From an optimization exercise on the open Yosys and OpenROAD flow, aimed at small area and a short achievable clock period; shortcuts taken in it are not production practice.
Only simulation tests tie the RTL to the original design; equivalence was not proved.
Power and IR drop assume default switching activity.

==> design/flow/design.v <==
module lane_symbol_path (
    input  wire        clk,
    input  wire        rst,            
    input  wire        rx_valid,       
    input  wire [19:0] rx_bits,
    input  wire        cdr_lock,       
    input  wire        comma_align,    
    input  wire        bitslip,        
    input  wire        decode_check,   
    output reg         tx_valid,       
    output reg  [19:0] tx_bits,        
    output reg  [1:0]  code_err,       
    output reg  [1:0]  disp_err,       
    output reg         sym_lock,       
    output reg  [3:0]  word_phase      
);
    function [3:0] group_info(input [9:0] c);
        reg a, b, cc, d, e, i, f, g, h, j;
        reg s1, c1, s2, c2, s3, c3;
        reg x0, x1, x2, y0, y1, y2, z0, z1, z2;
        reg [6:0] q6;               
        reg [4:0] q4;               
        reg k28n, k28p, kx7n, kx7p;
        reg xm, xp, ym, yp, bm, bp, pm, am, pp, ap;
        reg vn, vp, hi, n5;
        begin
            {j, h, g, f, i, e, d, cc, b, a} = c;
            {c1, s1} = {1'b0, a} + {1'b0, b} + {1'b0, cc};
            {c2, s2} = {1'b0, d} + {1'b0, e} + {1'b0, i};
            {c3, s3} = {1'b0, f} + {1'b0, g} + {1'b0, h};
            x2 = s1 & s2;  x1 = s1 ^ s2;  x0 = !s1 & !s2;
            y2 = c1 & c2;  y1 = c1 ^ c2;  y0 = !c1 & !c2;
            q6[0] = x0 & y0;
            q6[1] = x1 & y0;
            q6[2] = (x2 & y0) | (x0 & y1);
            q6[3] = x1 & y1;
            q6[4] = (x2 & y1) | (x0 & y2);
            q6[5] = x1 & y2;
            q6[6] = x2 & y2;
            z2 = s3 & j;  z1 = s3 ^ j;  z0 = !s3 & !j;
            q4[0] = z0 & !c3;
            q4[1] = z1 & !c3;
            q4[2] = (z2 & !c3) | (z0 & c3);
            q4[3] = z1 & c3;
            q4[4] = z2 & c3;
            hi = q6[6] | (q6[5] & !q4[0]) | (q6[4] & (q4[2] | q4[3] | q4[4])) |
                 (q6[3] & (q4[3] | q4[4])) | (q6[2] & q4[4]);
            n5 = (q6[5] & q4[0]) | (q6[4] & q4[1]) | (q6[3] & q4[2]) |
                 (q6[2] & q4[3]) | (q6[1] & q4[4]);
            xm = q6[3] & !(!a & !b & !cc);        
            xp = q6[4] & !(a & b & cc & d);       
            yp = q6[3] & !(a & b & cc);           
            ym = q6[2] & !(!a & !b & !cc & !d);   
            k28n = xp & e & i & !a & !b;          
            k28p = ym & !e & !i & a & b;          
            kx7n = (e & !i) | k28n;               
            kx7p = (!e & i) | k28p;               
            bm = (q4[2] & (f | g)) | (q4[3] & f & j);       
            bp = (q4[2] & !(f & g)) | (q4[1] & !f & !j);    
            pm = q4[3] & !j;
            am = q4[3] & !f;
            pp = q4[1] & j;
            ap = q4[1] & f;
            vn = (xm & (bm | (pm & !(e & i)) | (am & e & i))) |
                 (xp & (bp | (pp & !k28n) | (ap & kx7n)));
            vp = (yp & (bp | (pp & (e | i)) | (ap & !e & !i))) |
                 (ym & (bm | (pm & !k28p) | (am & kx7p)));
            group_info = {hi, !n5, vp, vn};
        end
    endfunction
    reg [19:0] prev_word;
    reg        have_prev;
    reg        ph_half;        
    reg [2:0]  ph_idx;
    reg        have_bnd;       
    reg        good_cnt;       
    reg        oph_half;       
    reg [2:0]  oph_idx;
    reg [1:0]  oth_cnt;        
    reg [19:0] grp_q;          
    reg        dc_q;           
    reg        b_rx_rd;        
    reg        b_rx_known;
    reg        b_out_rd;
    reg        kill;           
    wire        take   = rx_valid && have_prev;
    wire [25:0] window = {rx_bits[5:0], prev_word};
    reg  [24:0] dif;
    reg  [19:0] cf;
    integer     s;
    always @(*) begin
        for (s = 0; s < 25; s = s + 1)
            dif[s] = window[s] ^ window[s+1];
        for (s = 0; s < 20; s = s + 1)
            cf[s] = !dif[s] && dif[s+1] && !(|dif[s+2 +: 4]);
    end
    reg  [3:0]  pres, eqp, eqo;
    reg  [2:0]  qi [0:3];      
    reg  [4:0]  blk;
    integer     b;
    always @(*) begin
        for (b = 0; b < 4; b = b + 1) begin
            blk     = cf[b*5 +: 5];
            pres[b] = |blk;
            qi[b]   = {blk[4], blk[3] | blk[2], blk[3] | blk[1]};
            eqp[b]  = (ph_half == b[0]) && (ph_idx == qi[b]);     
            eqo[b]  = (oph_half == b[0]) && (oph_idx == qi[b]);   
        end
    end
    wire [3:0] fst = {pres[3] & ~|pres[2:0], pres[2] & ~|pres[1:0], pres[1] & !pres[0], pres[0]};
    wire [3:0] lst = {pres[3], pres[2] & !pres[3], pres[1] & ~|pres[3:2], pres[0] & ~|pres[3:1]};
    wire       any_c = |pres;
    wire       one_c = |(fst & lst);
    wire       e02   = |(cf[4:0] & cf[14:10]);
    wire       e13   = |(cf[9:5] & cf[19:15]);
    wire       sm2   = pres[0] & !pres[1] & pres[2] & e02;    
    wire       sm3   = pres[1] & !pres[2] & pres[3] & e13;    
    wire       same_fs   = sm2 | (!pres[0] & sm3);            
    wire       same_last = (sm2 & !pres[3]) | sm3;            
    wire       two_same  = (sm2 & !pres[3]) | (!pres[0] & sm3);
    wire       eqp_f = |(fst & eqp);
    wire       eqo_f = |(fst & eqo);
    wire       eqp_l = |(lst & eqp);
    wire       unlocked_ok = have_bnd & !sym_lock;
    wire       oth_run = sym_lock & eqo_f & (oth_cnt != 2'd0);   
    wire       unl   = oth_run & ((oth_cnt == 2'd3) | ((oth_cnt == 2'd2) & same_fs));
    wire       unl2  = oth_run & (oth_cnt == 2'd2) & same_fs;
    wire       c_lk  = (unlocked_ok & eqp_f & (good_cnt | same_fs)) | (sym_lock & !unl);
    wire       c_gd  = one_c ? (unlocked_ok & eqp_f) : (same_last & !unl2);
    wire       l_half = lst[1] | lst[3];
    wire [2:0] l_idx  = ({3{lst[0]}} & qi[0]) | ({3{lst[1]}} & qi[1]) |
                        ({3{lst[2]}} & qi[2]) | ({3{lst[3]}} & qi[3]);
    reg  [1:0] c_oc;
    always @(*) begin
        if (eqp_l)
            c_oc = 2'd0;
        else if (same_last)
            c_oc = (two_same & oth_run) ? 2'd3 : 2'd2;
        else
            c_oc = (one_c & oth_run) ? oth_cnt + 2'd1 : 2'd1;
    end
    wire       run_chain = comma_align && cdr_lock && take && any_c;
    reg        n_lock, n_have_bnd, n_good, n_half, n_ohalf;
    reg [2:0]  n_idx, n_oidx;
    reg [1:0]  n_oth_cnt;
    always @(*) begin
        n_have_bnd = have_bnd && comma_align && cdr_lock;
        n_lock     = sym_lock && comma_align && cdr_lock;
        n_good     = good_cnt;
        n_ohalf    = oph_half;
        n_oidx     = oph_idx;
        n_oth_cnt  = oth_cnt;
        n_half     = ph_half;
        n_idx      = ph_idx;
        if (run_chain) begin
            n_have_bnd = 1'b1;
            n_lock     = c_lk;
            n_good     = c_gd;
            n_ohalf    = l_half;
            n_oidx     = l_idx;
            n_oth_cnt  = c_oc;
            if (!c_lk) begin
                n_half = l_half;
                n_idx  = l_idx;
            end
        end else if (!comma_align && bitslip) begin
            if (ph_idx == 3'd4) begin
                n_half = !ph_half;
                n_idx  = 3'd0;
            end else
                n_idx  = ph_idx + 3'd1;
        end
    end
    wire [38:0] win_full = {rx_bits[18:0], prev_word};
    wire [23:0] sh5      = n_half ? win_full[28:5] : win_full[23:0];
    reg  [19:0] groups;
    integer     m;
    always @(*)
        for (m = 0; m < 20; m = m + 1)
            case (n_idx)
                3'd0:    groups[m] = sh5[m];
                3'd1:    groups[m] = sh5[m+1];
                3'd2:    groups[m] = sh5[m+2];
                3'd3:    groups[m] = sh5[m+3];
                default: groups[m] = sh5[m+4];
            endcase
    reg [9:0]  grp;
    reg        vn, vp, unb, hi, inr, fwd;
    reg        a_rx_rd, a_rx_known, a_out_rd;
    integer    k;
    always @(*) begin
        a_rx_rd    = b_rx_rd;
        a_rx_known = b_rx_known && dc_q;
        a_out_rd   = b_out_rd;
        tx_bits    = 20'd0;
        code_err   = 2'b00;
        disp_err   = 2'b00;
        for (k = 0; k < 2; k = k + 1) begin
            grp = grp_q[k*10 +: 10];
            {hi, unb, vp, vn} = group_info(grp);
            inr = a_rx_rd ? vp : vn;
            fwd = !dc_q || (a_rx_known && inr && (a_rx_rd == a_out_rd));
            if (dc_q) begin
                if (!(vn || vp)) begin
                    code_err[k] = 1'b1;
                    a_rx_known  = 1'b0;
                end else if (a_rx_known) begin
                    disp_err[k] = !inr;
                    a_rx_rd     = a_rx_rd ^ !inr ^ unb;
                end else if (!(vn && vp)) begin
                    a_rx_rd     = vp ^ unb;
                    a_rx_known  = 1'b1;
                end
            end
            tx_bits[k*10 +: 10] = fwd ? grp : (a_out_rd ? 10'b1110100001 : 10'b0001011110);
            if (fwd && unb)
                a_out_rd = hi;
        end
    end
    always @(*)
        word_phase = ph_half ? {1'b0, ph_idx} + 4'd5 : {1'b0, ph_idx};
    always @(posedge clk)
        if (rx_valid)
            prev_word <= rx_bits;
    always @(posedge clk) begin
        if (rst) begin
            have_prev   <= 1'b0;
            sym_lock    <= 1'b0;
            have_bnd    <= 1'b0;
            ph_half     <= 1'b0;
            ph_idx      <= 3'd0;
            good_cnt    <= 1'b0;
            oph_half    <= 1'b0;
            oph_idx     <= 3'd0;
            oth_cnt     <= 2'd0;
            tx_valid    <= 1'b0;
            grp_q       <= 20'd0;
            dc_q        <= 1'b0;
            b_rx_rd     <= 1'b0;
            b_rx_known  <= 1'b0;
            b_out_rd    <= 1'b0;
            kill        <= 1'b0;
        end else begin
            sym_lock   <= n_lock;
            have_bnd   <= n_have_bnd;
            ph_half    <= n_half;
            ph_idx     <= n_idx;
            good_cnt   <= n_good;
            oph_half   <= n_ohalf;
            oph_idx    <= n_oidx;
            oth_cnt    <= n_oth_cnt;
            tx_valid   <= take;
            if (rx_valid)
                have_prev <= 1'b1;
            if (take) begin
                grp_q      <= groups;
                dc_q       <= decode_check;
                b_rx_rd    <= a_rx_rd;
                b_rx_known <= a_rx_known && !kill;
                b_out_rd   <= a_out_rd;
                kill       <= 1'b0;
            end else if (!decode_check) begin
                kill       <= 1'b1;
            end
        end
    end
endmodule
==> design/flow/flow/run.sh <==
#!/bin/bash
# Layout flow: the standard ORFS flow (standard.sh, all steps), with
#  - an area-oriented ABC mapping script for the synthesis's logic mapping
#    (the registers are mapped as in the standard synthesis, before ABC),
#  - plain buffers (buf_2) instead of delay buffers on the ports,
#  - an extra setup margin for the flow's repair_timing calls, so that the
#    repair works on the paths that set the achieved period.
# The clock period and constraints are the standard flow's (constraint.sdc, config.mk).
set -euo pipefail
W=$(pwd)
rm -rf "$W/scripts_local"
cp -r "$FLOW_HOME/scripts" "$W/scripts_local"
cp "$W/flow/abc_area_map.script" "$W/scripts_local/abc_speed.script"
export SCRIPTS_DIR="$W/scripts_local"
export BUFFER_PORTS_ARGS="-buffer_cell sky130_fd_sc_hd__buf_2"
if [[ -f "$W/flow/setup_margin" ]]; then
  export SETUP_SLACK_MARGIN=$(cat "$W/flow/setup_margin")
fi
bash standard.sh > "$W/orfs_flow.log" 2>&1
==> design/flow/flow/abc_area_map.script <==
strash
dc2
dch -f
amap
topo
buffer -c
dnsize -c
==> design/flow/standard.sh <==
#!/bin/bash
# synth_recipe.tcl (not shown) runs the flow's synth.tcl, then flattens the netlist and writes it again
# the make line also repeats each setting of config.mk as NAME=value (left out here)
make -C /OpenROAD-flow-scripts/flow DESIGN_CONFIG=/design/flow/config.mk WORK_HOME=/design/flow/orfs CLKGATE_MAP_FILE= SYNTH_SCRIPT=/design/flow/synth_recipe.tcl "${@:-finish}"
==> design/flow/config.mk <==
export PLATFORM = sky130hd
export DESIGN_NAME = lane_symbol_path
export DESIGN_NICKNAME = lane_symbol_path
export VERILOG_FILES = /design/flow/design.v
export SDC_FILE = /design/flow/constraint.sdc
export NUM_CORES = 4
export LEC_CHECK = 0
export CAP_MARGIN = 20
export CORE_MARGIN = 2
export CORE_UTILIZATION = 40
export SLEW_MARGIN = 20
==> design/flow/constraint.sdc <==
create_clock -name core_clock -period 34.0 [get_ports {clk}]
set_input_delay 6.8000 -clock core_clock [delete_from_list [all_inputs] [get_ports {clk}]]
set_output_delay 6.8000 -clock core_clock [all_outputs]
set_load 0.01 [all_outputs]
==> impl_metrics.sql, run 1 <==
INSERT INTO impl_metrics (metric_group, metric, value, unit) VALUES
('clocking', 'cts.reportedPaths.clkPinSlew', '0.06', 'ns'),
('drt', 'detailroute.wirelength.met3', '1120', 'um'),
('die', 'number_of_core_rows', '41', ''),
('clocking', 'htree_num_levels', '3', ''),
('logic_synthesis', 'yosys.cell_types.count', '48', ''),
('drt', 'routed-wl-met2', '7810', 'um'),
('layout', 'antennaDiodeCount', '0', ''),
('clocking', 'clock_latency', '0.33', 'ns'),
('logic_synthesis', 'ys_async_rst_share', '0', '%'),
('layout', 'area_of_combinational_cells_with_multiple_inputs', '3260', 'um2'),
('die', 'die_y', '119', 'um'),
('clocking', 'cts_max_path_buffers', '2', ''),
('outcome', 'run_status', 'complete, no violations', ''),
('die', 'initial_cell_density_of_the_core', '41.3', '%'),
('critical_path', 'crit_path_launch_type', 'flop', ''),
('global_route', 'maximum_number_of_pins_on_one_net_before_global_route_repair', '39', ''),
('die', 'core', '12700', 'um2'),
('timing', 'fin_setup_tns', '0', 'ns'),
('drt', 'detail_route.first_pass.iterations', '5', ''),
('critical_path', 'critPathMaxFanout', '13', ''),
('layout', 'fillCellCount', '1323', ''),
('global_route', 'grt_first_pass_wirelength', '27600', 'um'),
('layout', 'post-route-util', '47.3', '%'),
('clocking', 'cts-buffers-inserted', '9', ''),
('timing', 'final-hold-violation-count', '0', ''),
('critical_path', 'crit_required', '27.20', 'ns'),
('layout', 'layout.nets', '872', ''),
('drt', 'vias', '6057', ''),
('die', 'die_area', '14100', 'um2'),
('placed_design', 'placed_cells', '983', ''),
('logic_synthesis', 'area_share_of_the_leading_cell_type_in_the_synthesized_netlist', '15.2', '%'),
('placed_design', 'io_buffers', '56', ''),
('placed_design', 'globalplace.congestion', '0.920', ''),
('layout', 'layout.area.seq', '1400', 'um2'),
('logic_synthesis', 'postSynth.topFlopCell', 'dfxtp_1', ''),
('logic_synthesis', 'syn_area', '5260', 'um2'),
('pwr', 'ir_worst_vdd', '0.0210', 'mV'),
('timing', 'fin_worst_skew', '0.00895', 'ns'),
('timing', 'post-route-worst-setup-slack', '21.65', 'ns'),
('drt', 'm1WireLength', '7850', 'um'),
('timing', 'grt_setup_unrepaired', 'false', ''),
('global_route', 'number_of_antenna_violations_at_the_first_check_in_global_routing', '0', ''),
('timing', 'setup-violations-final', '0', ''),
('critical_path', 'setup.worst_path.end_class', 'primary output', ''),
('clocking', 'postCtsResizedCells', '0', ''),
('drt', 'remaining_drc_errors', '0', ''),
('critical_path', 'cp_data_arrival_time', '5.55', 'ns'),
('logic_synthesis', 'synth-seq-area-share', '26.6', '%'),
('clocking', 'cts_tree', 'done', ''),
('die', 'die_width', '119', 'um'),
('layout', 'area_growth', '14.4', '%'),
('layout', 'drive_gt1_share', '10.4', '%'),
('timing', 'max-slew-margin-rel', '27.5', '%'),
('drt', 'vias_per_cell', '6.06', ''),
('timing', 'fmax', '81.0', 'MHz'),
('logic_synthesis', 'ys_seq_elements', '60', ''),
('logic_synthesis', 'synth_fp_nets', '829', ''),
('placed_design', 'dp_slack', '21.73', 'ns'),
('drt', 'detail-route-antenna-nets', '0', ''),
('min_path', 'hold_class', 'flop to flop', ''),
('layout', 'final_common_cell', 'inv_1', ''),
('drt', 'top_layer_used', 'met4', ''),
('logic_synthesis', 'post_synth_inst_count', '779', ''),
('timing', 'transition_time_at_the_pin_with_the_least_slew_margin', '1.08', 'ns'),
('global_route', 'groute.usage.overall', '24.1', '%'),
('critical_path', 'setup.worst_path.class', 'flop to primary output', ''),
('placed_design', 'place_hpwl', '13300', 'um'),
('pwr', 'leakage', '0.00250', 'uW'),
('logic_synthesis', 'per_instance_average_area_after_synthesis', '6.75', 'um2'),
('clocking', 'cts_hold_buffers', '0', ''),
('timing', 'min_period_over_period', '36.3', '%');
report_power, final:
group	leakage, uW	switching [uW]	internal, uW
Sequential	0.000521	5.10	78.4
Combinational	0.00183	38.0	20.0
Clock	0.000148	35.0	64.5
Total	0.00250	78.0	163
metrics by stage:
stage	hold WS (ns)	instance area, um2	total power (uW)
after floorplan	0.426	5260	124
after global placement	0.443	5680	141
after detailed placement	0.452	5690	142
after CTS	0.461	6010	241
after global routing	0.502	6020	254
final	0.453	6020	241
final timing paths:
kind                          startpoint                      to  slack [ns]  cells past startpoint
setup / recovery   grp_q[6]$_SDFFE_PP0P_             tx_bits[10]       21.65                     20
hold / removal         kill$_SDFFE_PP0N_       kill$_SDFFE_PP0N_        0.45                      2
setup reg to reg  prev_word[8]$_DFFE_PP_  grp_q[10]$_SDFFE_PP0P_       27.70                     26
hold reg to reg        kill$_SDFFE_PP0N_       kill$_SDFFE_PP0N_        0.45                      2
critical path, stage by stage (launching register included):
cell	delay, ns
dfxtp_1	0.36
fa_1	0.57
inv_1	0.05
ha_1	0.20
o22ai_1	0.30
o32ai_1	0.19
a311o_1	0.29
a31oi_1	0.26
inv_1	0.14
nand2_1	0.12
o21ai_0	0.12
a21oi_1	0.72
nor2_1	0.13
o211ai_1	0.13
o21ai_0	0.21
inv_1	0.15
o22ai_1	0.10
a31oi_1	0.64
nand2_1	0.22
o21ai_0	0.12
buf_2	0.16
cells in the mapped netlist (3+ instances only):
master	number
a211oi_1	3
a21oi_1	21
a221oi_1	3
a22oi_1	13
a31oi_1	15
buf_2	4
clkbuf_1	22
dfxtp_1	40
edfxtp_1	20
fa_1	6
ha_1	17
inv_1	132
nand2_1	86
nand3_1	11
nor2_1	91
nor2b_1	4
nor3_1	39
nor4_1	16
nor4b_1	5
o211ai_1	4
o21a_1	4
o21ai_0	47
o221ai_1	9
o22ai_1	123
o311ai_0	5
o32ai_1	7
or2_2	3
routing by layer:
metal  global-route usage (%)  vias to the layer above
met5                        0                        -
met3                     3.57                       28
met4                     6.99                        0
li1                         -                     2939
met2                     39.0                      262
met1                     33.3                     2828
registers in the layout, summed over array words and instances, names as in the netlist:
signal,cells
grp_q,20
prev_word,20
oph_idx,3
ph_idx,3
oth_cnt,2
b_out_rd,1
b_rx_known,1
b_rx_rd,1
dc_q,1
good_cnt,1
have_bnd,1
have_prev,1
kill,1
oph_half,1
ph_half,1
sym_lock,1
tx_valid,1
cells by family (layout without fill, tap and decap cells):
family | Yosys count | in the layout | synth area share (%)
flip-flops | 60 | 60 | 26.6
AND/OR/NAND/NOR | 262 | 262 | 21.8
adder cells (fa/ha/maj) | 23 | 23 | 6.33
AO/OA/AOI/OAI | 272 | 272 | 33.5
buffers and inverters | 162 | 210 | 11.7
layout make-up:
| cell class | count | share of cell area (%) |
|---|---|---|
| repair buffers | 60 | 5.16 |
| well taps | 172 | 3.58 |
| flip-flops and latches | 60 | 23.3 |
| clock inverters | 7 | 1.66 |
| multi-input cells | 557 | 54.2 |
| clock buffers | 9 | 3.74 |
| inverters | 134 | 8.36 |
==> inputs of run 2 (changes only) <==
--- a/design/flow/design.v
+++ b/design/flow/design.v
@@ -16,8 +16,7 @@
 );
     function [3:0] group_info(input [9:0] c);
         reg a, b, cc, d, e, i, f, g, h, j;
-        reg s1, c1, s2, c2, s3, c3;
-        reg x0, x1, x2, y0, y1, y2, z0, z1, z2;
+        reg [3:0] na, nd, nf;       
         reg [6:0] q6;               
         reg [4:0] q4;               
         reg k28n, k28p, kx7n, kx7p;
@@ -25,24 +24,30 @@
         reg vn, vp, hi, n5;
         begin
             {j, h, g, f, i, e, d, cc, b, a} = c;
-            {c1, s1} = {1'b0, a} + {1'b0, b} + {1'b0, cc};
-            {c2, s2} = {1'b0, d} + {1'b0, e} + {1'b0, i};
-            {c3, s3} = {1'b0, f} + {1'b0, g} + {1'b0, h};
-            x2 = s1 & s2;  x1 = s1 ^ s2;  x0 = !s1 & !s2;
-            y2 = c1 & c2;  y1 = c1 ^ c2;  y0 = !c1 & !c2;
-            q6[0] = x0 & y0;
-            q6[1] = x1 & y0;
-            q6[2] = (x2 & y0) | (x0 & y1);
-            q6[3] = x1 & y1;
-            q6[4] = (x2 & y1) | (x0 & y2);
-            q6[5] = x1 & y2;
-            q6[6] = x2 & y2;
-            z2 = s3 & j;  z1 = s3 ^ j;  z0 = !s3 & !j;
-            q4[0] = z0 & !c3;
-            q4[1] = z1 & !c3;
-            q4[2] = (z2 & !c3) | (z0 & c3);
-            q4[3] = z1 & c3;
-            q4[4] = z2 & c3;
+            na[0] = !a & !b & !cc;
+            na[1] = (a & !b & !cc) | (!a & b & !cc) | (!a & !b & cc);
+            na[2] = (a & b & !cc) | (a & !b & cc) | (!a & b & cc);
+            na[3] = a & b & cc;
+            nd[0] = !d & !e & !i;
+            nd[1] = (d & !e & !i) | (!d & e & !i) | (!d & !e & i);
+            nd[2] = (d & e & !i) | (d & !e & i) | (!d & e & i);
+            nd[3] = d & e & i;
+            nf[0] = !f & !g & !h;
+            nf[1] = (f & !g & !h) | (!f & g & !h) | (!f & !g & h);
+            nf[2] = (f & g & !h) | (f & !g & h) | (!f & g & h);
+            nf[3] = f & g & h;
+            q6[0] = na[0] & nd[0];
+            q6[1] = (na[1] & nd[0]) | (na[0] & nd[1]);
+            q6[2] = (na[2] & nd[0]) | (na[1] & nd[1]) | (na[0] & nd[2]);
+            q6[3] = (na[3] & nd[0]) | (na[2] & nd[1]) | (na[1] & nd[2]) | (na[0] & nd[3]);
+            q6[4] = (na[3] & nd[1]) | (na[2] & nd[2]) | (na[1] & nd[3]);
+            q6[5] = (na[3] & nd[2]) | (na[2] & nd[3]);
+            q6[6] = na[3] & nd[3];
+            q4[0] = nf[0] & !j;
+            q4[1] = (nf[1] & !j) | (nf[0] & j);
+            q4[2] = (nf[2] & !j) | (nf[1] & j);
+            q4[3] = (nf[3] & !j) | (nf[2] & j);
+            q4[4] = nf[3] & j;
             hi = q6[6] | (q6[5] & !q4[0]) | (q6[4] & (q4[2] | q4[3] | q4[4])) |
                  (q6[3] & (q4[3] | q4[4])) | (q6[2] & q4[4]);
             n5 = (q6[5] & q4[0]) | (q6[4] & q4[1]) | (q6[3] & q4[2]) |
@@ -85,15 +90,11 @@
     reg        kill;           
     wire        take   = rx_valid && have_prev;
     wire [25:0] window = {rx_bits[5:0], prev_word};
-    reg  [24:0] dif;
     reg  [19:0] cf;
     integer     s;
-    always @(*) begin
-        for (s = 0; s < 25; s = s + 1)
-            dif[s] = window[s] ^ window[s+1];
+    always @(*)
         for (s = 0; s < 20; s = s + 1)
-            cf[s] = !dif[s] && dif[s+1] && !(|dif[s+2 +: 4]);
-    end
+            cf[s] = (window[s +: 7] == 7'b1111100) || (window[s +: 7] == 7'b0000011);
     reg  [3:0]  pres, eqp, eqo;
     reg  [2:0]  qi [0:3];      
     reg  [4:0]  blk;
==> design/flow/flow/run.sh (replaced) <==
#!/bin/bash
# Layout flow: the standard ORFS flow (standard.sh, all steps), with
#  - an area-oriented ABC mapping script for the synthesis's logic mapping
#    (abc_area_map.script; the registers are mapped as in the standard
#    synthesis, before ABC),
#  - plain buffers (buf_2) instead of delay buffers on the ports,
#  - a smaller clock tree: clkbuf_8 buffers, no dummy loads,
#  - a setup margin for the flow's repair_timing calls a little beyond the
#    slack the layout reaches without it, so that the repair upsizes the
#    weak drivers on the few paths that set the achieved period.
# The clock period and constraints are the standard flow's (constraint.sdc, config.mk).
# Each tool's output is in orfs/logs/; make's own output in orfs_flow.log.
set -euo pipefail
W=$(pwd)
rm -rf "$W/scripts_local"
cp -r "$FLOW_HOME/scripts" "$W/scripts_local"
cp "$W/flow/abc_area_map.script" "$W/scripts_local/abc_speed.script"
export SCRIPTS_DIR="$W/scripts_local"
export BUFFER_PORTS_ARGS="-buffer_cell sky130_fd_sc_hd__buf_2"
export CTS_ARGS="-sink_clustering_enable -repair_clock_nets -buf_list sky130_fd_sc_hd__clkbuf_8 -root_buf sky130_fd_sc_hd__clkbuf_8 -dont_use_dummy_load -sink_clustering_size 20 -sink_clustering_max_diameter 100"
export SETUP_SLACK_MARGIN=22.6
export TNS_END_PERCENT=0
bash standard.sh > "$W/orfs_flow.log" 2>&1
--- a/design/flow/config.mk
+++ b/design/flow/config.mk
@@ -8,4 +8,4 @@
 export CAP_MARGIN = 20
 export CORE_MARGIN = 2
 export CORE_UTILIZATION = 40
-export SLEW_MARGIN = 20
+export SLEW_MARGIN = 60
==> run 2 against run 1 <==
Compared with the run above: combinational power up 3.8%; non-clock buffer count is 12 higher; area after synthesis down 1.5%; core utilization is 2.0 points higher; cell count increased by 2.0%; synthesized cell count rose by 2.1%; via count rose by 5.7%; critical endpoint is now tx_bits[16].
==> impl_metrics.sql, run 2 <==
INSERT INTO impl_metrics (metric_group, metric, value, unit) VALUES
('global_route', 'number_of_antenna_violations_at_the_first_check_in_global_routing', '0', ''),
('logic_synthesis', 'ys_top_cells_by_area', 'dfxtp_1, o22ai_1, edfxtp_1', ''),
('logic_synthesis', 'synth_edf_count', '20', ''),
('layout', 'layout.cells.most_common_list', 'inv_1, nor2_1, o22ai_1', ''),
('critical_path', 'critPathMaxFanout', '8', ''),
('die', 'initial_cell_density_of_the_core', '41.1', '%'),
('global_route', 'grt_first_pass_wirelength', '29300', 'um'),
('drt', 'vias', '6402', ''),
('pwr', 'ir_worst_vdd', '0.0177', 'mV'),
('die', 'number_of_core_rows', '41', ''),
('drt', 'initialDrtViolationCount', '693', ''),
('logic_synthesis', 'syn_area', '5180', 'um2'),
('placed_design', 'io_buffers', '56', ''),
('outcome', 'run_status', 'complete, no violations', ''),
('layout', 'layout.area.seq', '1400', 'um2'),
('critical_path', 'rrSetupSlack', '28.50', 'ns'),
('die', 'boundaryPins', '57', ''),
('critical_path', 'worstPathBufferInverterCount', '5', ''),
('global_route', 'maximum_number_of_pins_on_one_net_before_global_route_repair', '40', ''),
('min_path', 'hold_class', 'flop to flop', ''),
('timing', 'post-route-min-period', '11.13', 'ns'),
('timing', 'grt_setup_unrepaired', 'true', ''),
('layout', 'fillCellCount', '1269', ''),
('layout', 'area_of_combinational_cells_with_multiple_inputs', '3600', 'um2'),
('layout', 'layout.nets', '881', ''),
('timing', 'transition_time_at_the_pin_with_the_least_slew_margin', '0.821', 'ns'),
('global_route', 'first_global_vias', '5837', ''),
('clocking', 'cts_root_buf', 'clkbuf_8', ''),
('drt', 'finalWirelength', '18700', 'um'),
('critical_path', 'r2r_end', 'grp_q[15]$_SDFFE_PP0P_', ''),
('critical_path', 'regToRegStartpoint', 'prev_word[15]$_DFFE_PP_', ''),
('critical_path', 'slowest_cell_on_the_critical_path', 'dfxtp_1', ''),
('drt', 'wire_length_per_cell', '18.3', 'um'),
('layout', 'antennaDiodeCount', '0', ''),
('critical_path', 'critical_path.top_delay_family', 'compound AO/OA/AOI/OAI gates', ''),
('clocking', 'cts_max_path_buffers', '2', ''),
('logic_synthesis', 'synth_top_cells_by_count', 'nor2_1, inv_1, o22ai_1', ''),
('drt', 'vias_per_cell', '6.28', ''),
('global_route', 'grt_total_ovfl', '0', ''),
('timing', 'fin_setup_tns', '0', 'ns'),
('layout', 'area_growth', '20.1', '%'),
('critical_path', 'cp_data_arrival_time', '4.33', 'ns'),
('critical_path', 'startpoint', 'grp_q[6]$_SDFFE_PP0P_', ''),
('critical_path', 'worstSetupPathDepth', '21', ''),
('logic_synthesis', 'synth_fp_nets', '827', ''),
('logic_synthesis', 'yosysWarnings', '2', ''),
('critical_path', 'endpoint_of_the_worst_setup_timing_path', 'tx_bits[16]', ''),
('logic_synthesis', 'per_instance_average_area_after_synthesis', '6.52', 'um2'),
('layout', 'stdcell_count', '1019', ''),
('critical_path', 'cpPeakStageDelay', '0.36', 'ns'),
('timing', 'slew_viol_final', '0', ''),
('die', 'die_area', '13900', 'um2'),
('critical_path', 'worst-r2r-cell-count', '22', ''),
('timing', 'setup-violations-final', '0', ''),
('timing', 'final-hold-violation-count', '0', ''),
('clocking', 'cts.sink_count', '60', ''),
('drt', 'detail-route-antenna-nets', '0', ''),
('flow_run', 'number_of_maximum_capacitance_violations', '0', ''),
('logic_synthesis', 'netlist.top_cell.by_area', 'dfxtp_1', ''),
('clocking', 'cts.reportedPaths.clkPinSlew', '0.06', 'ns'),
('logic_synthesis', 'postSynth.topFlopCell', 'dfxtp_1', ''),
('logic_synthesis', 'synth-seq-area-share', '27.0', '%'),
('logic_synthesis', 'post_synth_inst_count', '795', ''),
('critical_path', 'setup.worst_path.end_class', 'primary output', ''),
('clocking', 'cts-buffers-inserted', '9', ''),
('placed_design', 'place_hpwl', '13900', 'um'),
('clocking', 'cts_hold_buffers', '0', ''),
('logic_synthesis', 'ys_seq_elements', '60', ''),
('clocking', 'cts_tree', 'done', ''),
('logic_synthesis', 'yosys.cell_types.count', '47', ''),
('logic_synthesis', 'ys_async_rst_share', '0', '%'),
('layout', 'top_regs', 'grp_q x20, prev_word x20', ''),
('critical_path', 'cp_cell_sequence', 'inv_1 -> nor2_1 -> o21ai_0 -> or2_2 -> nand4_1 -> nor2_1 -> a21oi_1 -> a31oi_1 -> a31oi_2 -> inv_1 -> o21ai_0 -> nor2_1 -> a21oi_1 -> nor2_1 -> o32ai_4 -> inv_1 -> a221oi_2 -> a21oi_4 -> buf_4 -> o21ai_0 -> buf_2', ''),
('critical_path', 'crit_path_launch_type', 'flop', ''),
('placed_design', 'placed_cells', '997', ''),
('die', 'die_y', '118', 'um'),
('logic_synthesis', 'area_share_of_the_leading_cell_type_in_the_synthesized_netlist', '15.5', '%'),
('layout', 'drive_gt1_share', '16.8', '%'),
('clocking', 'htree_num_levels', '3', ''),
('die', 'die_width', '118', 'um'),
('placed_design', 'globalplace.congestion', '0.975', ''),
('pwr', 'fin_total_pwr', '195', 'uW'),
('timing', 'fin_worst_skew', '0.0169', 'ns'),
('timing', 'fmax', '89.8', 'MHz'),
('global_route', 'groute.usage.overall', '25.8', '%'),
('clocking', 'clock_latency', '0.35', 'ns'),
('pwr', 'power_density', '31.3', 'nW/um2'),
('layout', 'post-route-util', '49.3', '%'),
('timing', 'min_period_over_period', '32.7', '%'),
('die', 'core', '12600', 'um2'),
('logic_synthesis', 'synth.most_common_cell', 'nor2_1', ''),
('drt', 'detail_route.first_pass.iterations', '5', ''),
('critical_path', 'critical-path-top-cell-by-count', 'nor2_1', ''),
('critical_path', 'setup.worst_path.class', 'flop to primary output', ''),
('timing', 'max-slew-margin-rel', '45.1', '%'),
('layout', 'final_common_cell', 'inv_1', ''),
('timing', 'timing.hold.ws', '0.468', 'ns'),
('drt', 'remaining_drc_errors', '0', ''),
('pwr', 'leakage', '0.00233', 'uW'),
('critical_path', 'crit_required', '27.20', 'ns');
[run 2: cell types whose count changed after synthesis, sizes merged, moves of 5 or more]
cell / delta
a22oi: -7
a41oi: +6
clkbuf: +5
fa: -6
ha: -12
inv: -18
nand4: +7
nor2: +25
nor3: +6
nor4: -6
o21ai: +16
o22ai: -13
or2: +7
[run 2: timing repair]
action                     in CTS  in global routing
buffers inserted                5                  4
pin swaps                       1                  3
setup endpoints to repair      30                 30
gates cloned                    1                  1
gates resized for setup        26                 39
[run 2: cells by family after synthesis]
group	share of synthesized area, %
AOI/OAI and AO/OA	36.5
adders and majority gates	1.21
buffers and inverters	10.6
DFF	27.0
and+or+nand+nor	24.7
[run 2: stage by stage]
stage / cell area, um2 / setup WS [ns]
4_1_cts: 5970 / 22.53
3_3_place_gp: 5600 / 21.85
3_5_place_dp: 5640 / 21.79
2_1_floorplan: 5180 / 23.10
6_report: 6220 / 22.87
5_1_grt: 6220 / 22.54
[run 2: worst min path at each step]
stage | startpoint | to | slack [ns] | cells after the start
detailed placement | kill$_SDFFE_PP0N_ | kill$_SDFFE_PP0N_ | 0.46 | 2
global route | kill$_SDFFE_PP0N_ | kill$_SDFFE_PP0N_ | 0.51 | 2
global placement | kill$_SDFFE_PP0N_ | kill$_SDFFE_PP0N_ | 0.45 | 2
CTS | kill$_SDFFE_PP0N_ | kill$_SDFFE_PP0N_ | 0.47 | 2
finish | kill$_SDFFE_PP0N_ | kill$_SDFFE_PP0N_ | 0.47 | 2
floorplan | kill$_SDFFE_PP0N_ | kill$_SDFFE_PP0N_ | 0.44 | 2
[run 2: worst reg2reg max path: cells and delay by family, from the launching register on]
kind,cells,cell delay (ns)
buf+inv,5,0.76
simple gates,9,2.27
compound gates,8,1.64
flops,1,0.66
[run 2: layer usage]
layer | global-route usage, % | share of wire, % | wire length, um
met3 | 4.65 | 5.8 | 1070
met2 | 44.4 | 50 | 9250
met5 | 0 | 0 | 0
met1 | 31.6 | 41 | 7620
met4 | 10.8 | 3.8 | 712
[run 2: cell type report]
type,count,area share [%]
clock buffers,9,1.99
inverters,116,7.12
multi-input cells,589,57.9
flip-flops and latches,60,22.5
well taps,172,3.46
repair buffers,72,6.86
repair inverters,1,0.121
[run 2: power breakdown]
part	leakage (uW)	total (uW)	internal [uW]	switching, uW
Clock	0.0000647	49.4	23.5	25.9
Sequential	0.000521	85.3	78.6	6.72
Combinational	0.00174	60.2	21.2	39.0
Total	0.00233	195	123	71.6
==> inputs of run 3 (changes only) <==
==> design/flow/flow/run.sh (replaced) <==
#!/bin/bash
# Layout flow: the standard ORFS flow (standard.sh, all steps), with
#  - an area-oriented ABC mapping script for the synthesis's logic mapping
#    (abc_area_map.script; the registers are mapped as in the standard
#    synthesis, before ABC),
#  - plain buffers (buf_2) instead of delay buffers on the ports,
#  - a smaller clock tree: clkbuf_8 buffers, no dummy loads.
# The clock period and constraints are the standard flow's (constraint.sdc, config.mk).
# Each tool's output is in orfs/logs/; make's own output in orfs_flow.log.
set -euo pipefail
W=$(pwd)
rm -rf "$W/scripts_local"
cp -r "$FLOW_HOME/scripts" "$W/scripts_local"
cp "$W/flow/abc_area_map.script" "$W/scripts_local/abc_speed.script"
export SCRIPTS_DIR="$W/scripts_local"
export BUFFER_PORTS_ARGS="-buffer_cell sky130_fd_sc_hd__buf_2"
export CTS_ARGS="-sink_clustering_enable -repair_clock_nets -buf_list sky130_fd_sc_hd__clkbuf_8 -root_buf sky130_fd_sc_hd__clkbuf_8 -dont_use_dummy_load -sink_clustering_size 20 -sink_clustering_max_diameter 100"
bash standard.sh > "$W/orfs_flow.log" 2>&1
--- a/design/flow/config.mk
+++ b/design/flow/config.mk
@@ -8,4 +8,4 @@
 export CAP_MARGIN = 20
 export CORE_MARGIN = 2
 export CORE_UTILIZATION = 40
-export SLEW_MARGIN = 60
+export SLEW_MARGIN = 20
==> run 3 against run 2 <==
Compared with the run above: wire length decreased by 4.9%; clock skew about the same; worst setup slack got worse by 1.2 ns; still clean.
==> impl_metrics.sql, run 3 <==
INSERT INTO impl_metrics (metric_group, metric, value, unit) VALUES
('outcome', 'run_status', 'complete, no violations', ''),
('clocking', 'cts-buffers-inserted', '9', ''),
('timing', 'setup-violations-final', '0', ''),
('timing', 'fmax', '81.1', 'MHz'),
('logic_synthesis', 'synth_edf_count', '20', ''),
('logic_synthesis', 'synth-seq-area-share', '27.0', '%'),
('timing', 'final-hold-violation-count', '0', ''),
('drt', 'vias_per_cell', '6.25', ''),
('die', 'boundaryPins', '57', ''),
('clocking', 'cts_tree', 'done', ''),
('critical_path', 'cp_data_arrival_time', '5.53', 'ns'),
('clocking', 'cts.sink_count', '60', ''),
('clocking', 'clock_latency', '0.35', 'ns'),
('critical_path', 'worst-r2r-cell-count', '25', ''),
('layout', 'area_of_combinational_cells_with_multiple_inputs', '3240', 'um2'),
('layout', 'fillCellCount', '1355', ''),
('layout', 'layout.cells.most_common_list', 'nor2_1, inv_1, o22ai_1', ''),
('min_path', 'hold_class', 'flop to flop', ''),
('critical_path', 'setup.worst_path.end_class', 'primary output', ''),
('logic_synthesis', 'per_instance_average_area_after_synthesis', '6.52', 'um2'),
('global_route', 'grt_total_ovfl', '0', ''),
('global_route', 'groute.usage.overall', '24.9', '%'),
('drt', 'detail-route-antenna-nets', '0', ''),
('global_route', 'number_of_antenna_violations_at_the_first_check_in_global_routing', '0', ''),
('placed_design', 'globalplace.congestion', '0.975', ''),
('logic_synthesis', 'yosys.cell_types.count', '47', ''),
('drt', 'vias', '6287', ''),
('flow_run', 'number_of_maximum_capacitance_violations', '0', ''),
('pwr', 'leakage', '0.00219', 'uW'),
('drt', 'finalWirelength', '17700', 'um'),
('logic_synthesis', 'area_share_of_the_leading_cell_type_in_the_synthesized_netlist', '15.5', '%'),
('layout', 'layout.nets', '868', ''),
('layout', 'top_regs', 'grp_q x20, prev_word x20', ''),
('pwr', 'power_density', '33.1', 'nW/um2'),
('timing', 'grt_setup_unrepaired', 'false', ''),
('die', 'core', '12600', 'um2'),
('placed_design', 'place_hpwl', '13800', 'um'),
('logic_synthesis', 'synth.most_common_cell', 'nor2_1', ''),
('clocking', 'cts_hold_buffers', '0', ''),
('drt', 'initialDrtViolationCount', '672', ''),
('layout', 'area_growth', '10.6', '%'),
('layout', 'post-route-util', '45.4', '%'),
('critical_path', 'setup.worst_path.class', 'flop to primary output', ''),
('die', 'die_width', '118', 'um'),
('drt', 'detail_route.first_pass.iterations', '8', ''),
('layout', 'drive_gt1_share', '9.83', '%'),
('timing', 'transition_time_at_the_pin_with_the_least_slew_margin', '0.930', 'ns'),
('critical_path', 'crit_path_launch_type', 'flop', ''),
('layout', 'stdcell_count', '1006', ''),
('logic_synthesis', 'ys_async_rst_share', '0', '%'),
('logic_synthesis', 'ys_top_cells_by_area', 'dfxtp_1, o22ai_1, edfxtp_1', ''),
('clocking', 'postCtsResizedCells', '0', ''),
('clocking', 'cts_setup_buffers', '0', ''),
('clocking', 'cts.reportedPaths.clkPinSlew', '0.06', 'ns'),
('die', 'die_y', '118', 'um'),
('global_route', 'grt_first_pass_wirelength', '28200', 'um'),
('layout', 'antennaDiodeCount', '0', ''),
('min_path', 'holdPathStages', '2', ''),
('critical_path', 'critPathMaxFanout', '14', ''),
('die', 'number_of_core_rows', '41', ''),
('logic_synthesis', 'netlist.top_cell.by_area', 'dfxtp_1', ''),
('die', 'die_area', '13900', 'um2'),
('placed_design', 'io_buffers', '56', ''),
('timing', 'max-slew-margin-rel', '38.0', '%'),
('layout', 'layout.area.seq', '1400', 'um2'),
('clocking', 'cts_root_buf', 'clkbuf_8', ''),
('logic_synthesis', 'post_synth_inst_count', '795', ''),
('clocking', 'cts_max_path_buffers', '2', ''),
('logic_synthesis', 'synth_top_cells_by_count', 'nor2_1, inv_1, o22ai_1', ''),
('timing', 'slew_viol_final', '0', ''),
('timing', 'min_period_over_period', '36.3', '%'),
('clocking', 'htree_num_levels', '3', ''),
('logic_synthesis', 'postSynth.topFlopCell', 'dfxtp_1', ''),
('critical_path', 'crit_required', '27.20', 'ns'),
('logic_synthesis', 'ys_seq_elements', '60', ''),
('logic_synthesis', 'syn_area', '5180', 'um2'),
('global_route', 'maximum_number_of_pins_on_one_net_before_global_route_repair', '40', ''),
('logic_synthesis', 'yosysWarnings', '2', ''),
('pwr', 'ir_worst_vdd', '0.0236', 'mV'),
('timing', 'post-route-min-period', '12.33', 'ns'),
('timing', 'fin_worst_skew', '0.0172', 'ns'),
('placed_design', 'placed_cells', '997', ''),
('drt', 'wire_length_per_cell', '17.6', 'um'),
('logic_synthesis', 'synth_fp_nets', '827', ''),
('timing', 'fin_setup_tns', '0', 'ns'),
('layout', 'final_common_cell', 'nor2_1', ''),
('drt', 'remaining_drc_errors', '0', ''),
('global_route', 'first_global_vias', '5749', ''),
('die', 'initial_cell_density_of_the_core', '41.1', '%');
run 3: path summary, 6_finish.rpt:
path / slack, ns / to / startpoint
max: 21.67 / tx_bits[16] / grp_q[6]$_SDFFE_PP0P_
min: 0.47 / kill$_SDFFE_PP0N_ / kill$_SDFFE_PP0N_
max reg2reg: 27.94 / grp_q[18]$_SDFFE_PP0P_ / prev_word[7]$_DFFE_PP_
min reg2reg: 0.47 / kill$_SDFFE_PP0N_ / kill$_SDFFE_PP0N_
run 3: worst max-delay path, cell delays in order (launching register included):
cell and delay, ns:
dfxtp_1 0.36, inv_1 0.10, nor2_1 0.19, o21ai_0 0.12, or2_2 0.33, nor2_1 0.19
o21ai_0 0.16, o221a_2 0.27, o31ai_1 0.54, nand2_1 0.18, o21ai_0 0.17, nor2_1 0.09
a21oi_1 0.13, nor2_1 0.05, o32ai_1 0.47, inv_1 0.16, a22o_1 0.26, a21oi_1 0.72
nand2_1 0.31, o21ai_0 0.19, buf_2 0.18
run 3: layout make-up:
cell class	instances	area share [%]
Clock buffer	9	2.16
Tap cell	172	3.76
Inverter	116	7.60
Multi-Input combinational cell	589	56.6
Timing Repair Buffer	60	5.42
Sequential cell	60	24.5
run 3: logic make-up after synthesis:
kind of cell               Yosys count  synth area share [%]
AOI/OAI and AO/OA                  289                  36.5
adders and majority gates            5                  1.21
buffers and inverters              146                  10.6
DFF                                 60                  27.0
and+or+nand+nor                    295                  24.7
run 3: through the flow:
stage / setup slack [ns] / hold slack [ns] / instance area [um2] / total power [uW]
2_1_floorplan: 23.10 / 0.436 / 5180 / 123
3_3_place_gp: 21.85 / 0.455 / 5600 / 140
3_5_place_dp: 21.79 / 0.460 / 5600 / 140
4_1_cts: 21.79 / 0.470 / 5730 / 190
5_1_grt: 21.22 / 0.497 / 5730 / 200
6_report: 21.67 / 0.467 / 5730 / 189
run 3: metal layers:
layer	GRT usage [%]	part of all wire [%]
met1	30.8	42
met2	41.3	48
met3	4.22	6.2
met4	13.6	3.7
met5	0	0
run 3: where the power goes:
| part | switching, uW | internal, uW | total (uW) |
|---|---|---|---|
| sequential | 5.68 | 78.6 | 84.2 |
| clock | 26.2 | 23.5 | 49.7 |
| combinational | 37.0 | 18.5 | 55.5 |

==> separate check: timing with driven ports <==
How much do the figures lean on ideal ports? The routed layouts below were timed once more, with nothing changed but the port constraints.
Step 1, drivers: a clkbuf_16 drives clk and a buf_2 each remaining input, both assumed.
Step 2 times the ports against the registers' clock, not the clock port: input delays grow and output delays shrink by t, the midpoint of the rising clock arrivals with the driver on.
Three values: ideal, step 1, step 2; two values: the first two.
run	t (ns)	setup WS [ns]	latest minus earliest clock arrival (ns)	worst register clock-pin slew, ns	worst data-port slew with drivers (ns)
run 1	0.370	21.651 / 21.611 / 21.708	0.009 / 0.010	0.06 / 0.06	0.03
run 2	0.378	22.867 / 22.831 / 22.521	0.017 / 0.017	0.07 / 0.07	0.03
run 3	0.381	21.674 / 21.638 / 21.620	0.017 / 0.018	0.07 / 0.07	0.03
After both steps setup and hold are still met in every run listed. For run 2, which loses most, drivers alone change the setup slack by -0.036 ns; drivers and shift together by -0.346 ns.
